This is an optimization exercise on Yosys and OpenROAD, whose aim is small area and a short achievable clock period, not a production implementation.
Where RTL was checked, it was by simulation tests only, not by an equivalence proof against the original.
No activity file was given, so power comes from the tool's default toggle rates.

== sierra ==
==> flow/design.v (excerpt) <==
module la_writeback (
    input  wire         clk,
    input  wire         rst,
    input  wire         in_valid,
    input  wire [1:0]   in_cls,      
    input  wire         in_sat,      
    input  wire [127:0] in_v,        
    input  wire [9:0]   in_g,        
    input  wire [7:0]   in_oshift,   
    input  wire [3:0]   in_dfmt,     
    input  wire [1:0]   in_rnd,      
    input  wire         in_ovf,      
    input  wire [31:0]  in_r,        
    output reg          out_valid,
    output reg  [31:0]  out_d,
    output reg  [2:0]   out_flags    
);
    localparam F_FP32 = 3'd0;
    localparam F_BF16 = 3'd1;
    localparam F_FP16 = 3'd2;
    localparam F_E4M3 = 3'd3;
    localparam F_E5M2 = 3'd4;
    localparam F_INT  = 3'd5;
    reg         s0_valid;
    reg [1:0]   s0_cls;
    reg         s0_sat;
    reg [127:0] s0_v;
    reg [9:0]   s0_g;
    reg [7:0]   s0_osh;
    reg [3:0]   s0_dfmt;
    reg [1:0]   s0_rnd;
    reg         s0_ovf;
    reg [31:0]  s0_r;
    always @(posedge clk) begin
        if (rst)
            s0_valid <= 1'b0;
        else
            s0_valid <= in_valid;
        s0_cls  <= in_cls;
        s0_sat  <= in_sat;
        s0_v    <= in_v;
        s0_g    <= in_g;
        s0_osh  <= in_oshift;
        s0_dfmt <= in_dfmt;
        s0_rnd  <= in_rnd;
        s0_ovf  <= in_ovf;
        s0_r    <= in_r;
    end
    reg  [2:0] fa;           
    reg  [4:0] ta;           
    reg  [7:0] biasa;
    always @(*) begin
        case (s0_dfmt)
            4'h1:    begin fa = F_BF16; ta = 5'd7;  biasa = 8'd127; end
            4'h2:    begin fa = F_FP16; ta = 5'd10; biasa = 8'd15;  end
  ...
export LEC_CHECK = 0
export ABC_AREA = 1
export CAP_MARGIN = 20
export CELL_PAD_IN_SITES_DETAIL_PLACEMENT = 0
export CELL_PAD_IN_SITES_GLOBAL_PLACEMENT = 1
export CORE_MARGIN = 2
export CORE_UTILIZATION = 50
export CTS_CLUSTER_DIAMETER = 120
export CTS_CLUSTER_SIZE = 24
export GPL_ROUTABILITY_DRIVEN = 1
export SLEW_MARGIN = 20
create_clock -name core_clock -period 26.0 [get_ports {clk}]
standard.sh (not shown) runs the stock make flow with config.mk's settings and CLKGATE_MAP_FILE= SYNTH_SCRIPT=/design/flow/synth_recipe.tcl, a recipe that flattens the netlist after the stock synthesis.
==> flow/flow/run.sh <==
#!/bin/bash
set -euo pipefail
bash standard.sh \
    SETUP_SLACK_MARGIN=19.7 \
    "BUFFER_PORTS_ARGS=-buffer_cell sky130_fd_sc_hd__buf_1" \
    finish > flow.log 2>&1
[inputs] harbor vs sierra
-- flow/design.v --
<<< sierra, line 251
        endcase
    end
    wire upc = up | cy;
    wire fp_ovf = sa_hg || gtb || (eqb && upc) ||
                  (!cy && (sa_rnd == 2'd1) && eqb && inx) ||
                  (!cy && (sa_rnd == 2'd0) && eqb && rbit && !upc);
    wire int_ovf = sa_hg ||
                   (!sa_neg && (kept[31] || ((&kept[30:0]) && upc))) ||
                   ( sa_neg && kept[31] && ((|kept[30:0]) || upc));
    reg         sb_valid;
    reg [31:0]  sb_base;
    reg         sb_cin;      
    reg         sb_wov;      
    reg [2:0]   sb_f;
    reg [1:0]   sb_cls;
>>> harbor, line 251
        endcase
    end
    reg         sb_valid;
    reg [31:0]  sb_base;
    reg         sb_up, sb_cy, sb_rbit, sb_inx, sb_eqb, sb_gtb;
    reg         sb_k31, sb_kall, sb_kany;
    reg         sb_hg;
    reg [2:0]   sb_f;
    reg [1:0]   sb_cls;
<<< sierra, line 267
    reg         sb_zero;
    reg         sb_neg;
    reg         sb_rtz;
    reg         sb_ovf;
    always @(posedge clk) begin
>>> harbor, line 261
    reg         sb_zero;
    reg         sb_neg;
    reg [1:0]   sb_rnd;
    reg         sb_ovf;
    always @(posedge clk) begin
<<< sierra, line 275
            sb_valid <= sa_valid;
        sb_base <= base;
        sb_cin  <= upc ^ (ibb & sa_neg);
        sb_wov  <= ibb ? int_ovf : fp_ovf;
        sb_f    <= sa_f;
        sb_cls  <= sa_cls;
>>> harbor, line 269
            sb_valid <= sa_valid;
        sb_base <= base;
        sb_up   <= up | cy;
        sb_cy   <= cy;
        sb_rbit <= rbit;
        sb_inx  <= inx;
        sb_eqb  <= eqb;
        sb_gtb  <= gtb;
        sb_k31  <= kept[31];
        sb_kall <= &kept[30:0];
        sb_kany <= |kept[30:0];
        sb_hg   <= sa_hg;
        sb_f    <= sa_f;
        sb_cls  <= sa_cls;
<<< sierra, line 282
        sb_zero <= sa_zero;
        sb_neg  <= sa_neg;
        sb_rtz  <= (sa_rnd == 2'd1);
        sb_ovf  <= sa_ovf;
    end
    wire ib = (sb_f == F_INT);
    wire [31:0] rsum = sb_base + {31'd0, sb_cin};
    reg        has_inf;
    reg [31:0] sign_bit, big_bits, inf_bits, nan_bits;
>>> harbor, line 284
        sb_zero <= sa_zero;
        sb_neg  <= sa_neg;
        sb_rnd  <= sa_rnd;
        sb_ovf  <= sa_ovf;
    end
    wire ib = (sb_f == F_INT);
    wire [31:0] rsum = sb_base + {31'd0, sb_up ^ (ib & sb_neg)};
    wire fp_ovf = sb_hg || sb_gtb || (sb_eqb && sb_up) ||
                  (!sb_cy && (sb_rnd == 2'd1) && sb_eqb && sb_inx) ||
                  (!sb_cy && (sb_rnd == 2'd0) && sb_eqb && sb_rbit && !sb_up);
    wire int_ovf = sb_hg ||
                   (!sb_neg && (sb_k31 || (sb_kall && sb_up))) ||
                   ( sb_neg && sb_k31 && (sb_kany || sb_up));
    reg        has_inf;
    reg [31:0] sign_bit, big_bits, inf_bits, nan_bits;
<<< sierra, line 332
            flags = 3'b000;
        end else if (ib) begin
            d     = sb_wov ? int_clamp : rsum;
            flags = {2'b00, sb_wov};
        end else if (sb_wov) begin
            if (has_inf && !sb_rtz && !sb_ovf)
                d = sgn | inf_bits;
            else
>>> harbor, line 340
            flags = 3'b000;
        end else if (ib) begin
            d     = int_ovf ? int_clamp : rsum;
            flags = {2'b00, int_ovf};
        end else if (fp_ovf) begin
            if (has_inf && (sb_rnd != 2'd1) && !sb_ovf)
                d = sgn | inf_bits;
            else
Notes after the runs:
- There was hardly any difference in total setup buffers inserted after CTS between sierra and harbor.
- harbor has completed all stages; timing, DRC and antenna checks passed.
- Delta(worst slew margin relative to its limit, harbor - sierra) < 0
- Sort harbor and sierra by layout inverter count without the clock tree asc -> top: harbor
- Between harbor and sierra, the final cell count without fillers is higher for harbor.
- Clock network power share is higher on harbor
- harbor: global-route usage is 0.95 points higher than what sierra reported.
- As far as summed negative setup slack over all endpoints goes, sierra and harbor are indistinguishable; the numbers are identical.

Another version of the RTL of la_writeback (not shown whole).
Size: about 5000 cells after synthesis, roughly 480 flip-flops, ~0.040 sq mm of cells after synthesis.
export LEC_CHECK = 0
export CAP_MARGIN = 20
export CELL_PAD_IN_SITES_DETAIL_PLACEMENT = 1
export CELL_PAD_IN_SITES_GLOBAL_PLACEMENT = 2
export CORE_MARGIN = 2
export CORE_UTILIZATION = 20
export GPL_ROUTABILITY_DRIVEN = 1
export SLEW_MARGIN = 20
create_clock -name core_clock -period 26.0 [get_ports {clk}]
Scripts as last shown in full above: flow/flow/run.sh
Next try:
--- a/flow/design.v
+++ b/flow/design.v
@@ -104,20 +104,22 @@
     wire signed [12:0] kfl  = 13'sd1 - $signed({5'd0, biasa}) - e_x;    
     wire signed [12:0] kint = 13'sd32 - e_x;                            
     wire signed [12:0] khg  = $signed({4'd0, eflim}) - $signed({5'd0, biasa}) - e_x;
     wire signed [12:0] ebs  = e_x + $signed({5'd0, biasa});
     wire               nrm  = $signed({6'd0, pu}) >= kfl;
     wire               m1   = nega & ~u_nz;    
-    wire [7:0] a_s   = (kfl > 13'sd192) ? 8'd192 : kfl[7:0];
+    wire signed [12:0] as_s = kfl - $signed({8'd0, ta}) + 13'sd32;
+    wire [7:0] a_s   = (as_s > 13'sd192) ? 8'd192 : as_s[7:0];
     wire [7:0] a_int = (kint < 13'sd0) ? 8'd0 : (kint > 13'sd192) ? 8'd192 : kint[7:0];
-    wire [7:0] a1    = ia ? a_int : (nrm ? {1'b0, pu} : a_s);
+    wire [7:0] a_n   = {1'b0, pu} + (8'd32 - {3'd0, ta});
+    wire [7:0] a     = ia ? a_int : (nrm ? a_n : a_s);
     wire hga = ia ? ($signed({6'd0, pu}) >= kint) :
                (nrm && (m1 ? (khg < 13'sd0) : ($signed({6'd0, pu}) >= khg)));
     reg         sa_valid;
     reg [127:0] sa_u;
-    reg [7:0]   sa_a1;
+    reg [7:0]   sa_a;
     reg [6:0]   sa_tz;
     reg [6:0]   sa_pu;
     reg [7:0]   sa_ebs;
     reg         sa_m1;
     reg         sa_nrm;
     reg         sa_hg;
@@ -132,13 +134,13 @@
     always @(posedge clk) begin
         if (rst)
             sa_valid <= 1'b0;
         else
             sa_valid <= s0_valid;
         sa_u    <= ua;
-        sa_a1   <= a1;
+        sa_a    <= a;
         sa_tz   <= tz;
         sa_pu   <= pu;
         sa_ebs  <= ebs[7:0];
         sa_m1   <= m1;
         sa_nrm  <= nrm;
         sa_hg   <= hga;
@@ -149,41 +151,28 @@
         sa_neg  <= nega;
         sa_rnd  <= s0_rnd;
         sa_ovf  <= s0_ovf;
         sa_r    <= s0_r;
     end
     wire [191:0] x0 = {sa_u, {64{sa_neg}}};
-    wire [191:0] x1 = sa_a1[7] ? {128'd0, x0[191:128]} : x0;
-    wire [157:0] x2 = sa_a1[6] ? x1[191:64] : x1[157:0];
-    wire [125:0] x3 = sa_a1[5] ? x2[157:32] : x2[125:0];
-    wire [109:0] x4 = sa_a1[4] ? x3[125:16] : x3[109:0];
-    wire [101:0] x5 = sa_a1[3] ? x4[109:8]  : x4[101:0];
-    wire [97:0]  x6 = sa_a1[2] ? x5[101:4]  : x5[97:0];
-    wire [95:0]  x7 = sa_a1[1] ? x6[97:2]   : x6[95:0];
-    wire [93:0]  z  = sa_a1[0] ? x7[94:1]   : x7[93:0];
-    reg  [63:0]  y;
-    reg  [4:0]   a2;
-    always @(*) begin
-        case (sa_f)
-            F_BF16:  begin y = z[88:25]; a2 = 5'd25; end
-            F_FP16:  begin y = z[85:22]; a2 = 5'd22; end
-            F_E4M3:  begin y = z[92:29]; a2 = 5'd29; end
-            F_E5M2:  begin y = z[93:30]; a2 = 5'd30; end
-            F_INT:   begin y = z[63:0];  a2 = 5'd0;  end
-            default: begin y = z[72:9];  a2 = 5'd9;  end
-        endcase
-    end
-    wire [8:0] sa_a = {1'b0, sa_a1} + {4'd0, a2};
+    wire [191:0] x1 = sa_a[7] ? {128'd0, x0[191:128]} : x0;
+    wire [126:0] x2 = sa_a[6] ? x1[190:64] : x1[126:0];
+    wire [94:0]  x3 = sa_a[5] ? x2[126:32] : x2[94:0];
+    wire [78:0]  x4 = sa_a[4] ? x3[94:16]  : x3[78:0];
+    wire [70:0]  x5 = sa_a[3] ? x4[78:8]   : x4[70:0];
+    wire [66:0]  x6 = sa_a[2] ? x5[70:4]   : x5[66:0];
+    wire [64:0]  x7 = sa_a[1] ? x6[66:2]   : x6[64:0];
+    wire [63:0]  y  = sa_a[0] ? x7[64:1]   : x7[63:0];
     wire [7:0] efa   = {1'b0, sa_pu} + sa_ebs - {7'd0, sa_m1};
     wire [7:0] sa_ef = sa_nrm ? efa : 8'd0;
     wire [31:0] kept = y[63:32];
     wire [31:0] frac = y[31:0];
     wire [8:0] tz9  = {2'd0, sa_tz};
-    wire       cw   = sa_neg & ({1'b0, tz9} + 10'd64 >= {1'b0, sa_a});
-    wire       stk  = ({1'b0, tz9} + 10'd33) < {1'b0, sa_a};
-    wire       inx  = ({1'b0, tz9} + 10'd32) < {1'b0, sa_a};
+    wire       cw   = sa_neg & ((tz9 + 9'd64) >= {1'b0, sa_a});
+    wire       stk  = (tz9 + 9'd33) < {1'b0, sa_a};
+    wire       inx  = (tz9 + 9'd32) < {1'b0, sa_a};
     wire       f31  = &frac[30:0];
     wire       cy   = cw & f31 & frac[31];       
     wire       rbit = frac[31] ^ (cw & f31);
     wire       lsb  = y[32] ^ cy;
     wire [32:0] srd = {1'b0, frac} - {1'b0, sa_r} + {32'd0, cw};
     wire        srup = ~srd[32] & (srd[31:0] != 32'd0) & ~cy;
Total power grows by about 14%.
Synthesized cell count is lower by 20%.
Critical path depth shrinks by 25.
Wire length drops by about 36%.
Setup slack gains 1.1 ns.
Synthesized area decreases by about 16%.
Combinational power rises by 18%.
Die area goes down by about 16%.
The RTL of the first run of this note was laid out without a check of its function.

[separate check: timing with driven ports]
The flow's constraints put no driver on any port. The routed layouts listed below were extracted and timed again, unchanged, in two steps. Step 1 sets driving cells, clkbuf_16 on the clock port and buf_2 on the other inputs (assumed; they add their load-dependent delay and slew). Step 2 also shifts input and output timing later by t, the mid clock arrival at the registers, as if the neighbouring blocks saw the same clock. Slacks: ideal ports / drivers / drivers and shift; pairs: ideal ports / drivers.
run | shift t [ns] | setup slack, ns | clock arrival spread, ns | worst data-port slew with drivers (ns) | cell pins on the clock port's net
sierra | 0.669 | 19.735 / 19.674 / 20.186 | 0.023 / 0.023 | 0.06 | 1
harbor | 0.659 | 19.743 / 19.682 / 20.341 | 0.019 / 0.018 | 0.07 | 1
the first run of note 2 | 0.774 | 18.521 / 18.521 / 18.521 | 0.040 / 0.040 | 0.12 | 1
the second run of note 2 | 0.771 | 19.666 / 19.589 / 19.673 | 0.088 / 0.089 | 0.09 | 1
After both steps every run listed still meets setup and hold.
